Source: an optimization exercise on an open RTL-to-GDS flow (aim: small area, a short achievable clock period and few clock cycles per item). Production flows keep margins and buffers that such runs may drop.
In this exercise RTL edits were held to simulation tests only and were not proved equivalent to the original.
Power is estimated from default activity; no workload was simulated.

==> inputs of v19 <==
Design loop_slot, start of the top module:
module loop_slot (
    input  wire         clk,
    input  wire         rst,
    input  wire [3:0]   nx,           
    input  wire [2:0]   nm,           
    input  wire [2:0]   ny,           
    input  wire [7:0]   int_en,
    input  wire [15:0]  int_out,      
    input  wire [7:0]   int_pol,
    input  wire [127:0] out_lo,       
    input  wire [127:0] out_hi,
    output wire         coef_re,
    output wire [7:0]   coef_addr,
    input  wire [31:0]  coef_data,
    input  wire         x_we,
    input  wire [2:0]   x_widx,
    input  wire [31:0]  x_wdata,
    input  wire         start,
    input  wire [127:0] m_in,         
    input  wire [31:0]  r1,
    input  wire [31:0]  r2,
    input  wire [3:0]   cut_valid,    
    input  wire [3:0]   cut_dir,      
    output wire         ready,
    output reg          done,
    output wire [127:0] u_out,        
    output wire [255:0] x_out,        
    output reg  [7:0]   acc_sat
);
clock: 20.0 ns
lec_check: 0
cap_margin: 20
core_margin: 2
core_utilization: 50
place_density: 0.7
slew_margin: 20
standard.sh (not shown) runs the stock make flow with config.mk's settings and CLKGATE_MAP_FILE= SYNTH_SCRIPT=/design/flow/synth_recipe.tcl, a recipe that flattens the netlist after the stock synthesis.
==> flow/flow/run.sh <==
#!/bin/bash
# Own layout flow: the standard synthesis and layout (standard.sh), with two
# changes to how the layout is made:
#  - the port buffers are sky130_fd_sc_hd__buf_1 instead of the delay buffer
#    buffer_ports picks on its own;
set -euo pipefail
MARGIN=${MARGIN:-14.5}
bash standard.sh synth > synth.log 2>&1
bash standard.sh "BUFFER_PORTS_ARGS=-buffer_cell sky130_fd_sc_hd__buf_1" \
    "SETUP_SLACK_MARGIN=$MARGIN" finish > layout.log 2>&1
==> inputs of v10, as changes to v19 <==
--- a/flow/design.v
+++ b/flow/design.v
@@ -32,11 +32,11 @@
     reg        idle;                  
     reg        cre;
     assign ready   = idle;
     assign coef_re = cre;
     reg signed [31:0] x  [0:7];
-    reg signed [31:0] xn [0:6];          
+    reg signed [31:0] xn [0:7];
     reg signed [31:0] u  [0:3];
     reg signed [31:0] mv [0:3];
     reg signed [31:0] r1v, r2v;
     reg        [3:0]  cutv, cutd;
     reg        [3:0]  nxr;
@@ -101,36 +101,34 @@
     wire [3:0] n_row  = lastc ? rown : irow;
     wire [7:0] n_addr = {4'd0, n_row} * 8'd14 + {4'd0, coln};
     wire       two_x  = |nx[3:1];
     wire [7:0] addr1  = {4'b0111, ~two_x, ~two_x & (nm == 3'd0), 1'b0, two_x};
     reg        bv, bfirst, blast, bfinal;
-    reg [3:0]  brow;
+    reg [3:0]  brow, bcol;
     reg        cv, cfirst, clast, cfinal;
     reg [3:0]  crow;
     reg        dv, dfirst, dlast, dfinal;
     reg [3:0]  drow;
     reg        ev, efirst, elast, efinal;
     reg [3:0]  erow;
-    reg        fv, ffinal;
-    reg [3:0]  frow;
+    reg        fv;
+    reg [1:0]  frow;
+    reg        commit;
     reg signed [31:0] cq;
     reg        [15:0] bone, btwo, bneg;   
     reg        [63:0] ts, tc;
     reg signed [31:0] ps;
     reg               psat;
     reg signed [31:0] acc;
-    reg signed [31:0] cmpa, cmpb;       
+    reg signed [31:0] lo_r, hi_r;
     reg        [3:0]  shi, slo;
-    reg        [13:0] bsel;              
     reg signed [31:0] vsel;
     always @* begin
-        vsel = 32'sd0;
-        for (k = 0; k < 8; k = k + 1)
-            vsel = vsel | ({32{bsel[k]}} & x[k]);
-        for (k = 0; k < 4; k = k + 1)
-            vsel = vsel | ({32{bsel[8+k]}} & mv[k]);
-        vsel = vsel | ({32{bsel[12]}} & r1v) | ({32{bsel[13]}} & r2v);
+        if (bcol < 4'd8)        vsel = x[bcol[2:0]];
+        else if (bcol < 4'd12)  vsel = mv[bcol[1:0]];
+        else if (bcol == 4'd12) vsel = r1v;
+        else                    vsel = r2v;
     end
     reg [15:0] e_one, e_two, e_neg;
     always @* begin
         for (k = 0; k < 16; k = k + 1) begin
             e_one[k] = vsel[2*k] ^ ((k == 0) ? 1'b0 : vsel[2*k-1]);
@@ -139,56 +137,37 @@
             e_neg[k] = vsel[2*k+1];
         end
     end
     wire [63:0] t_s, t_c;
     ls_multree u_mul (.a(cq), .one(bone), .two(btwo), .neg(bneg), .s(t_s), .c(t_c));
-    function carry32(input [31:0] a, input [31:0] b);
-        reg [31:0] g, p;
-        integer i, n;
-        begin
-            g = a & b;
-            p = a | b;
-            for (n = 16; n >= 1; n = n / 2)
-                for (i = 0; i < n; i = i + 1) begin
-                    g[i] = g[2*i+1] | (p[2*i+1] & g[2*i]);
-                    p[i] = p[2*i+1] & p[2*i];
-                end
-            carry32 = g[0];
-        end
-    endfunction
-    function gt32(input [31:0] a, input [31:0] b);
-        gt32 = carry32({~a[31], a[30:0]}, ~{~b[31], b[30:0]});
-    endfunction
-    wire               c30    = carry32({2'b00, ts[29:0]}, {2'b11, tc[29:0]});   
-    wire [33:0]        full   = ts[63:30] + tc[63:30] + {33'd0, c30};
-    wire               p_ovf  = ~((full[33] == full[32]) && (full[32] == full[31]));
-    wire signed [31:0] prod_s = p_ovf ? (full[33] ? 32'sh80000000 : 32'sh7FFFFFFF) : full[31:0];
+    wire [63:0]        full   = ts + tc;
+    wire               p_ovf  = ~((full[63] == full[62]) && (full[62] == full[61]));
+    wire signed [31:0] prod_s = p_ovf ? (full[63] ? 32'sh80000000 : 32'sh7FFFFFFF) : full[61:30];
     wire signed [31:0] acc_in = efirst ? 32'sd0 : acc;
     wire signed [32:0] sum    = {acc_in[31], acc_in} + {ps[31], ps};
     wire               s_ovf  = sum[32] ^ sum[31];
     wire signed [31:0] sum_s  = s_ovf ? (sum[32] ? 32'sh80000000 : 32'sh7FFFFFFF) : sum[31:0];
     reg                fsat_p, fsat_s;   
     wire [1:0]         n_sat  = {1'b0, fsat_p} + {1'b0, fsat_s};
     wire [8:0]         sat_sum = {1'b0, acc_sat} + {7'd0, n_sat};
-    wire f_gt = gt32(acc, cmpa);
-    wire f_lt = gt32(cmpb, acc);
+    wire f_hi = acc > hi_r;
+    wire f_lo = acc < lo_r;
     reg signed [1:0] satk [0:3];
+    reg        [7:0] frz;
     reg signed [1:0] sv;
-    reg              frz;
     always @* begin
         for (k = 0; k < 4; k = k + 1) begin
             if (cutv[k])    satk[k] = cutd[k] ? 2'sd1 : -2'sd1;
             else if (shi[k]) satk[k] = 2'sd1;
             else if (slo[k]) satk[k] = -2'sd1;
             else             satk[k] = 2'sd0;
         end
-        sv  = ipol[frow[2:0]] ? -satk[iout[2*frow[2:0] +: 2]] : satk[iout[2*frow[2:0] +: 2]];
-        frz = ien[frow[2:0]] && ((sv > 0 && f_gt) || (sv < 0 && f_lt));
+        for (k = 0; k < 8; k = k + 1) begin
+            sv = ipol[k] ? -satk[iout[2*k +: 2]] : satk[iout[2*k +: 2]];
+            frz[k] = ien[k] && ((sv > 0 && xn[k] > x[k]) || (sv < 0 && xn[k] < x[k]));
+        end
     end
-    wire               sel_a = frow[3] ? f_gt : frz;
-    wire               sel_b = frow[3] & f_lt;
-    wire signed [31:0] fval  = sel_a ? cmpa : sel_b ? cmpb : acc;
     always @(posedge clk) begin
         cq   <= coef_data;
         bone <= e_one;
         btwo <= e_two;
         bneg <= e_neg;
@@ -196,38 +175,33 @@
         fsat_s <= ev & s_ovf & ~rst;
         ts   <= t_s;
         tc   <= t_c;
         ps   <= prod_s;
         psat <= p_ovf;
-        cmpa <= erow[3] ? out_hi[32*erow[1:0] +: 32] : x[erow[2:0]];
-        cmpb <= erow[3] ? out_lo[32*erow[1:0] +: 32] : x[erow[2:0]];
-        if (ev)
+        lo_r <= out_lo[32*erow[1:0] +: 32];
+        hi_r <= out_hi[32*erow[1:0] +: 32];
+        if (ev) begin
             acc <= sum_s;
+            if (elast && !erow[3]) xn[erow[2:0]] <= sum_s;
+        end
         if (fv) begin
-            if (frow[3]) begin
-                u[frow[1:0]]   <= fval;
-                shi[frow[1:0]] <= f_gt;
-                slo[frow[1:0]] <= f_lt;
-            end else if (ffinal) begin
-                x[frow[2:0]] <= fval;
-                for (k = 0; k < 7; k = k + 1)
-                    if (k < frow)
-                        x[k] <= xn[k];
-            end else begin
-                xn[frow[2:0]] <= fval;
-            end
+            u[frow]   <= f_hi ? hi_r : f_lo ? lo_r : acc;
+            shi[frow] <= f_hi;
+            slo[frow] <= f_lo;
         end
         if (idle && x_we)
             x[x_widx] <= x_wdata;
-        brow <= irow;
-        for (k = 0; k < 14; k = k + 1)
-            bsel[k] <= (icol == k);
+        if (commit)
+            for (k = 0; k < 8; k = k + 1)
+                if (k < nxr && !frz[k])
+                    x[k] <= xn[k];
+        brow <= irow;   bcol <= icol;
         bfirst <= (icol == 4'd0); blast <= lastc; bfinal <= last_read;
         crow <= brow;   cfirst <= bfirst; clast <= blast; cfinal <= bfinal;
         drow <= crow;   dfirst <= cfirst; dlast <= clast; dfinal <= cfinal;
         erow <= drow;   efirst <= dfirst; elast <= dlast; efinal <= dfinal;
-        frow <= erow;   ffinal <= efinal;
+        frow <= erow[1:0];
         if (rst) begin
             idle    <= 1'b1;
             cre     <= 1'b0;
             run     <= 1'b0;
             irow    <= 4'd8;
@@ -236,20 +210,22 @@
             bv      <= 1'b0;
             cv      <= 1'b0;
             dv      <= 1'b0;
             ev      <= 1'b0;
             fv      <= 1'b0;
+            commit  <= 1'b0;
             done    <= 1'b0;
             acc_sat <= 8'd0;
         end else begin
             cre    <= 1'b1;
             bv     <= issue;
             cv     <= bv;
             dv     <= cv;
             ev     <= dv;
-            fv     <= ev & elast;
-            done   <= fv & ffinal;
+            fv     <= ev & elast & erow[3];
+            commit <= ev & efinal;
+            done   <= commit;
             if (idle) begin
                 if (start) begin
                     run   <= 1'b1;
                     icol  <= col1;
                     iaddr <= addr1;
@@ -267,11 +243,11 @@
                     iaddr <= n_addr;
                 end
             end
             if (idle && start)
                 idle <= 1'b0;
-            else if (fv && ffinal)
+            else if (commit)
                 idle <= 1'b1;
             acc_sat <= sat_sum[8] ? 8'hFF : sat_sum[7:0];
         end
     end
 endmodule
CORE_UTILIZATION = 40   (was 50)
PLACE_DENSITY = 0.6   (was 0.7)
==> qor summary <==
Average instance area after synthesis: v19 11.64 um^2; v10 12.28 um^2
Total internal power: v19 10,690 uW; v10 10,080 uW
Worst path setup slack after routing: v19 14.36 ns; v10 14.39 ns
GR Layer Usage met1: v19 53.16%; v10 37.31%
Num CTS Buffers: v19 142; v10 147
Number of synthesized flops with an enable pin: v19 890; v10 922
Area used by sequential logic in the layout: v19 0.03452 mm^2; v10 0.03523 mm^2
Proportion of power drawn by combinational gates: v19 67.6%; v10 64.6%
Power per Cell Area: v19 231.5 mW/mm^2; v10 201.3 mW/mm^2
Area of the core: v19 0.1496 mm^2; v10 0.2003 mm^2
Mapped Area: v19 0.07523 mm^2; v10 0.08076 mm^2
Share of synthesized area occupied by flip-flops and latches: v19 45.72%; v10 43.50%
Slowest stage delay, CP: v19 0.63 ns; v10 0.56 ns
Library cells used by synthesis: v19 82; v10 85
Iteration-0 DRC Markers: v19 10,389; v10 6,702
Total length of routed met2 wires: v19 145,700 um; v10 144,500 um
Floorplan die width: v19 391.9 um; v10 453.3 um
Wire length of the first global-routing pass: v19 476,600 um; v10 437,800 um
Combinational logic power: v19 13,800 uW; v10 12,300 uW
Global-route usage over all layers: v19 44.37%; v10 29.64%
Initial core utilization: v19 50.29%; v10 40.33%
Outcome: v19 no timing/DRC/antenna violations; v10 no timing/DRC/antenna violations
Cell Rows: v19 142; v10 164
Share of the final layout cell area in sequential cells: v19 39.18%; v10 37.13%
Routed met3 length: v19 55,490 um; v10 27,670 um
Clock network latency to the later pin of the worst-skew pair: v19 0.80 ns; v10 0.83 ns
Layout area overhead: v19 17.11%; v10 17.50%
Testbench counts of v19, summed over its fixed seeds: cycles 199,080, samples 1,920.
Testbench counts of v10, summed over its fixed seeds: cycles 199,080, samples 1,920.

========
==> inputs of run a <==
loop_slot, a different RTL version from the one above (not shown whole).
Settings: LEC_CHECK=0, CAP_MARGIN=20, CORE_MARGIN=2, CORE_UTILIZATION=40, PLACE_DENSITY=0.6, SLEW_MARGIN=20; clock period 20.0 ns.
Scripts as last shown in full above: flow/flow/run.sh
==> run b (differences from run a) <==
--- a/flow/config.mk
+++ b/flow/config.mk
@@ -7,6 +7,6 @@
 export LEC_CHECK = 0
 export CAP_MARGIN = 20
 export CORE_MARGIN = 2
-export CORE_UTILIZATION = 40
-export PLACE_DENSITY = 0.6
+export CORE_UTILIZATION = 60
+export PLACE_DENSITY = 0.75
 export SLEW_MARGIN = 20
==> impl_results.rst <==
.. list-table::
   :header-rows: 1

   * - Metric
     - Value
   * - Result of the run
     - finished clean
   * - Pin count of the biggest net entering global routing
     - 162
   * - Placer's final routability congestion estimate
     - 1.06
   * - Tot Pwr
     - 18.5 mW
   * - Fraction of area in multi-input gates
     - 0.439
   * - Register cell area after layout
     - 34,300 µm²
   * - Arrival time at the worst endpoint
     - 1620 ps
   * - Startpoint of the worst setup timing path
     - x[6][26]
   * - Post-Route Hold Slack
     - 319 ps
   * - Detail Route met3 WL
     - 55,800 µm
   * - Comb pwr share
     - 0.650
(the above is from run b)
==> impl_results.rst <==
.. list-table::
   :header-rows: 1

   * - Metric
     - Value
   * - Result of the run
     - finished clean
   * - Fraction of area in multi-input gates
     - 0.426
   * - Post-Route Hold Slack
     - 319 ps
   * - Arrival time at the worst endpoint
     - 1650 ps
   * - Comb pwr share
     - 0.653
   * - Placer's final routability congestion estimate
     - 1.01
   * - Detail Route met3 WL
     - 40,500 µm
   * - Register cell area after layout
     - 34,300 µm²
   * - Tot Pwr
     - 18.6 mW
(the above is from run a)
Testbench counts of run a, summed over its fixed seeds: cycles 199,080, samples 1,920.
Testbench counts of run b, summed over its fixed seeds: cycles 199,080, samples 1,920.

========
==> ember <==
loop_slot, a different RTL version from the one above (not shown whole).
Settings: LEC_CHECK=0, CAP_MARGIN=20, CORE_MARGIN=2, CORE_UTILIZATION=60, PLACE_DENSITY=0.75, SLEW_MARGIN=20; clock period 20.0 ns.
Scripts as last shown in full above: flow/flow/run.sh
==> willow: changes against ember <==
--- a/flow/design.v
+++ b/flow/design.v
@@ -32,11 +32,11 @@
     reg        idle;                  
     reg        cre;
     assign ready   = idle;
     assign coef_re = cre;
     reg signed [31:0] x  [0:7];
-    reg signed [31:0] xn [0:6];          
+    reg signed [31:0] xn [0:7];
     reg signed [31:0] u  [0:3];
     reg signed [31:0] mv [0:3];
     reg signed [31:0] r1v, r2v;
     reg        [3:0]  cutv, cutd;
     reg        [3:0]  nxr;
@@ -101,36 +101,34 @@
     wire [3:0] n_row  = lastc ? rown : irow;
     wire [7:0] n_addr = {4'd0, n_row} * 8'd14 + {4'd0, coln};
     wire       two_x  = |nx[3:1];
     wire [7:0] addr1  = {4'b0111, ~two_x, ~two_x & (nm == 3'd0), 1'b0, two_x};
     reg        bv, bfirst, blast, bfinal;
-    reg [3:0]  brow;
+    reg [3:0]  brow, bcol;
     reg        cv, cfirst, clast, cfinal;
     reg [3:0]  crow;
     reg        dv, dfirst, dlast, dfinal;
     reg [3:0]  drow;
     reg        ev, efirst, elast, efinal;
     reg [3:0]  erow;
-    reg        fv, ffinal;
-    reg [3:0]  frow;
+    reg        fv;
+    reg [1:0]  frow;
+    reg        commit;
     reg signed [31:0] cq;
     reg        [15:0] bone, btwo, bneg;   
     reg        [63:0] ts, tc;
     reg signed [31:0] ps;
     reg               psat;
     reg signed [31:0] acc;
-    reg signed [31:0] cmpa, cmpb;       
+    reg signed [31:0] lo_r, hi_r;
     reg        [3:0]  shi, slo;
-    reg        [13:0] bsel;              
     reg signed [31:0] vsel;
     always @* begin
-        vsel = 32'sd0;
-        for (k = 0; k < 8; k = k + 1)
-            vsel = vsel | ({32{bsel[k]}} & x[k]);
-        for (k = 0; k < 4; k = k + 1)
-            vsel = vsel | ({32{bsel[8+k]}} & mv[k]);
-        vsel = vsel | ({32{bsel[12]}} & r1v) | ({32{bsel[13]}} & r2v);
+        if (bcol < 4'd8)        vsel = x[bcol[2:0]];
+        else if (bcol < 4'd12)  vsel = mv[bcol[1:0]];
+        else if (bcol == 4'd12) vsel = r1v;
+        else                    vsel = r2v;
     end
     reg [15:0] e_one, e_two, e_neg;
     always @* begin
         for (k = 0; k < 16; k = k + 1) begin
             e_one[k] = vsel[2*k] ^ ((k == 0) ? 1'b0 : vsel[2*k-1]);
@@ -149,28 +147,27 @@
     wire               s_ovf  = sum[32] ^ sum[31];
     wire signed [31:0] sum_s  = s_ovf ? (sum[32] ? 32'sh80000000 : 32'sh7FFFFFFF) : sum[31:0];
     reg                fsat_p, fsat_s;   
     wire [1:0]         n_sat  = {1'b0, fsat_p} + {1'b0, fsat_s};
     wire [8:0]         sat_sum = {1'b0, acc_sat} + {7'd0, n_sat};
-    wire f_gt = acc > cmpa;
-    wire f_lt = acc < cmpb;
+    wire f_hi = acc > hi_r;
+    wire f_lo = acc < lo_r;
     reg signed [1:0] satk [0:3];
+    reg        [7:0] frz;
     reg signed [1:0] sv;
-    reg              frz;
     always @* begin
         for (k = 0; k < 4; k = k + 1) begin
             if (cutv[k])    satk[k] = cutd[k] ? 2'sd1 : -2'sd1;
             else if (shi[k]) satk[k] = 2'sd1;
             else if (slo[k]) satk[k] = -2'sd1;
             else             satk[k] = 2'sd0;
         end
-        sv  = ipol[frow[2:0]] ? -satk[iout[2*frow[2:0] +: 2]] : satk[iout[2*frow[2:0] +: 2]];
-        frz = ien[frow[2:0]] && ((sv > 0 && f_gt) || (sv < 0 && f_lt));
+        for (k = 0; k < 8; k = k + 1) begin
+            sv = ipol[k] ? -satk[iout[2*k +: 2]] : satk[iout[2*k +: 2]];
+            frz[k] = ien[k] && ((sv > 0 && xn[k] > x[k]) || (sv < 0 && xn[k] < x[k]));
+        end
     end
-    wire               sel_a = frow[3] ? f_gt : frz;
-    wire               sel_b = frow[3] & f_lt;
-    wire signed [31:0] fval  = sel_a ? cmpa : sel_b ? cmpb : acc;
     always @(posedge clk) begin
         cq   <= coef_data;
         bone <= e_one;
         btwo <= e_two;
         bneg <= e_neg;
@@ -178,38 +175,33 @@
         fsat_s <= ev & s_ovf & ~rst;
         ts   <= t_s;
         tc   <= t_c;
         ps   <= prod_s;
         psat <= p_ovf;
-        cmpa <= erow[3] ? out_hi[32*erow[1:0] +: 32] : x[erow[2:0]];
-        cmpb <= erow[3] ? out_lo[32*erow[1:0] +: 32] : x[erow[2:0]];
-        if (ev)
+        lo_r <= out_lo[32*erow[1:0] +: 32];
+        hi_r <= out_hi[32*erow[1:0] +: 32];
+        if (ev) begin
             acc <= sum_s;
+            if (elast && !erow[3]) xn[erow[2:0]] <= sum_s;
+        end
         if (fv) begin
-            if (frow[3]) begin
-                u[frow[1:0]]   <= fval;
-                shi[frow[1:0]] <= f_gt;
-                slo[frow[1:0]] <= f_lt;
-            end else if (ffinal) begin
-                x[frow[2:0]] <= fval;
-                for (k = 0; k < 7; k = k + 1)
-                    if (k < frow)
-                        x[k] <= xn[k];
-            end else begin
-                xn[frow[2:0]] <= fval;
-            end
+            u[frow]   <= f_hi ? hi_r : f_lo ? lo_r : acc;
+            shi[frow] <= f_hi;
+            slo[frow] <= f_lo;
         end
         if (idle && x_we)
             x[x_widx] <= x_wdata;
-        brow <= irow;
-        for (k = 0; k < 14; k = k + 1)
-            bsel[k] <= (icol == k);
+        if (commit)
+            for (k = 0; k < 8; k = k + 1)
+                if (k < nxr && !frz[k])
+                    x[k] <= xn[k];
+        brow <= irow;   bcol <= icol;
         bfirst <= (icol == 4'd0); blast <= lastc; bfinal <= last_read;
         crow <= brow;   cfirst <= bfirst; clast <= blast; cfinal <= bfinal;
         drow <= crow;   dfirst <= cfirst; dlast <= clast; dfinal <= cfinal;
         erow <= drow;   efirst <= dfirst; elast <= dlast; efinal <= dfinal;
-        frow <= erow;   ffinal <= efinal;
+        frow <= erow[1:0];
         if (rst) begin
             idle    <= 1'b1;
             cre     <= 1'b0;
             run     <= 1'b0;
             irow    <= 4'd8;
@@ -218,20 +210,22 @@
             bv      <= 1'b0;
             cv      <= 1'b0;
             dv      <= 1'b0;
             ev      <= 1'b0;
             fv      <= 1'b0;
+            commit  <= 1'b0;
             done    <= 1'b0;
             acc_sat <= 8'd0;
         end else begin
             cre    <= 1'b1;
             bv     <= issue;
             cv     <= bv;
             dv     <= cv;
             ev     <= dv;
-            fv     <= ev & elast;
-            done   <= fv & ffinal;
+            fv     <= ev & elast & erow[3];
+            commit <= ev & efinal;
+            done   <= commit;
             if (idle) begin
                 if (start) begin
                     run   <= 1'b1;
                     icol  <= col1;
                     iaddr <= addr1;
@@ -249,11 +243,11 @@
                     iaddr <= n_addr;
                 end
             end
             if (idle && start)
                 idle <= 1'b0;
-            else if (fv && ffinal)
+            else if (commit)
                 idle <= 1'b1;
             acc_sat <= sat_sum[8] ? 8'hFF : sat_sum[7:0];
         end
     end
 endmodule
==> flow/run.sh (new file) <==
#!/bin/bash
# synth_recipe.tcl (not shown) runs the flow's synth.tcl, then flattens the netlist and writes it again
# the make line also repeats each setting of config.mk as NAME=value (left out here)
make -C /OpenROAD-flow-scripts/flow DESIGN_CONFIG=/design/flow/config.mk WORK_HOME=/design/flow/orfs CLKGATE_MAP_FILE= SYNTH_SCRIPT=/design/flow/synth_recipe.tcl finish
- CORE_UTILIZATION: 60 -> 40
- PLACE_DENSITY: 0.75 -> 0.6
removed: flow/flow/run.sh
removed: flow/standard.sh
==> qor summary <==
| metric | willow | ember |
|---|---|---|
| Worst setup startpoint | idle$_SDFFE_PP1P_ | x[2][5]$_DFFE_PP_ |
| Cell at the slowest stage of the critical path | sky130_fd_sc_hd__dfxtp_4 | sky130_fd_sc_hd__edfxtp_1 |
| Via total after detailed routing | 59595 | 66238 |
| Gate Count Post-Synth | 6575 | 6647 |
| Result of the run | finished clean | finished clean |
| Slew at the pin closest to its max-slew limit | 1180 ps | 1180 ps |
| Number of sequential cells | 1294 | 1273 |
| Fill cell total of the finished layout | 17857 | 9089 |
| Fraction of area in registers | 35.8% | 38.9% |
| P_leak | 38.7 nW | 34.2 nW |
| Number of nets produced by synthesis | 8062 | 7876 |
| Count of standard-cell rows | 164 | 130 |
| Clock power frac | 14.3% | 12.9% |
| Clock buf/inv share | 4.92% | 5.20% |
| Final critical-path share of the clock period | 31.1% | 28.3% |
| Origin of the worst min-delay path | cfirst$_DFF_P_ | dlast$_DFF_P_ |
| Cell Int Power | 10.2 mW | 10.5 mW |
| GRT met1 Usage | 39.0% | 61.2% |
| Hold_ws | 317 ps | 326 ps |
| Maximum number of pins on one net before global-route repair | 163 | 151 |
| Slack of the worst reg-to-reg path | 14250 ps | 14490 ps |
| Drt total wl | 313 mm | 340 mm |
| Unique cell type count in the Yosys netlist | 85 | 86 |
| Initial antenna violation count | 53 | 58 |
| Num Clock Sinks | 1294 | 1273 |
Testbench counts of ember, summed over its fixed seeds: cycles 199,080, samples 1,920.
Testbench counts of willow, summed over its fixed seeds: cycles 199,080, samples 1,920.

port drivers added, routing unchanged:
No port has a modelled driver above. Below, the same layouts with a new extraction and two added sets of constraints.
Step 1 assumes that a clkbuf_16 drives the clock port and a buf_2 every other input.
Step 2 also shifts input and output timing later by t, the mid clock arrival at the registers, as if the neighbouring blocks saw the same clock.
a / b / c = no drivers / after step 1 / after step 2; a / b = the first two.
run	shift t [ns]	setup WS [ns]	clock arrival spread, ns	slew at the worst register clock pin (ns)	worst data-port slew with drivers (ns)
v19	0.875	14.358 / 14.262 / 13.480	0.060 / 0.061	0.07 / 0.07	0.28
v10	0.907	14.389 / 14.290 / 14.129	0.064 / 0.064	0.07 / 0.07	0.29
run a	0.907	14.353 / 14.250 / 13.603	0.080 / 0.080	0.07 / 0.07	0.25
run b	0.879	14.378 / 14.288 / 13.526	0.060 / 0.060	0.07 / 0.07	0.41
ember	0.889	14.347 / 14.252 / 13.484	0.068 / 0.068	0.07 / 0.07	0.30
willow	0.879	13.783 / 13.688 / 13.169	0.063 / 0.064	0.07 / 0.07	0.23
After both steps every run listed still meets setup and hold. The setup slack of v19, which loses most, moves by -0.096 ns with the drivers and by -0.878 ns with both steps.
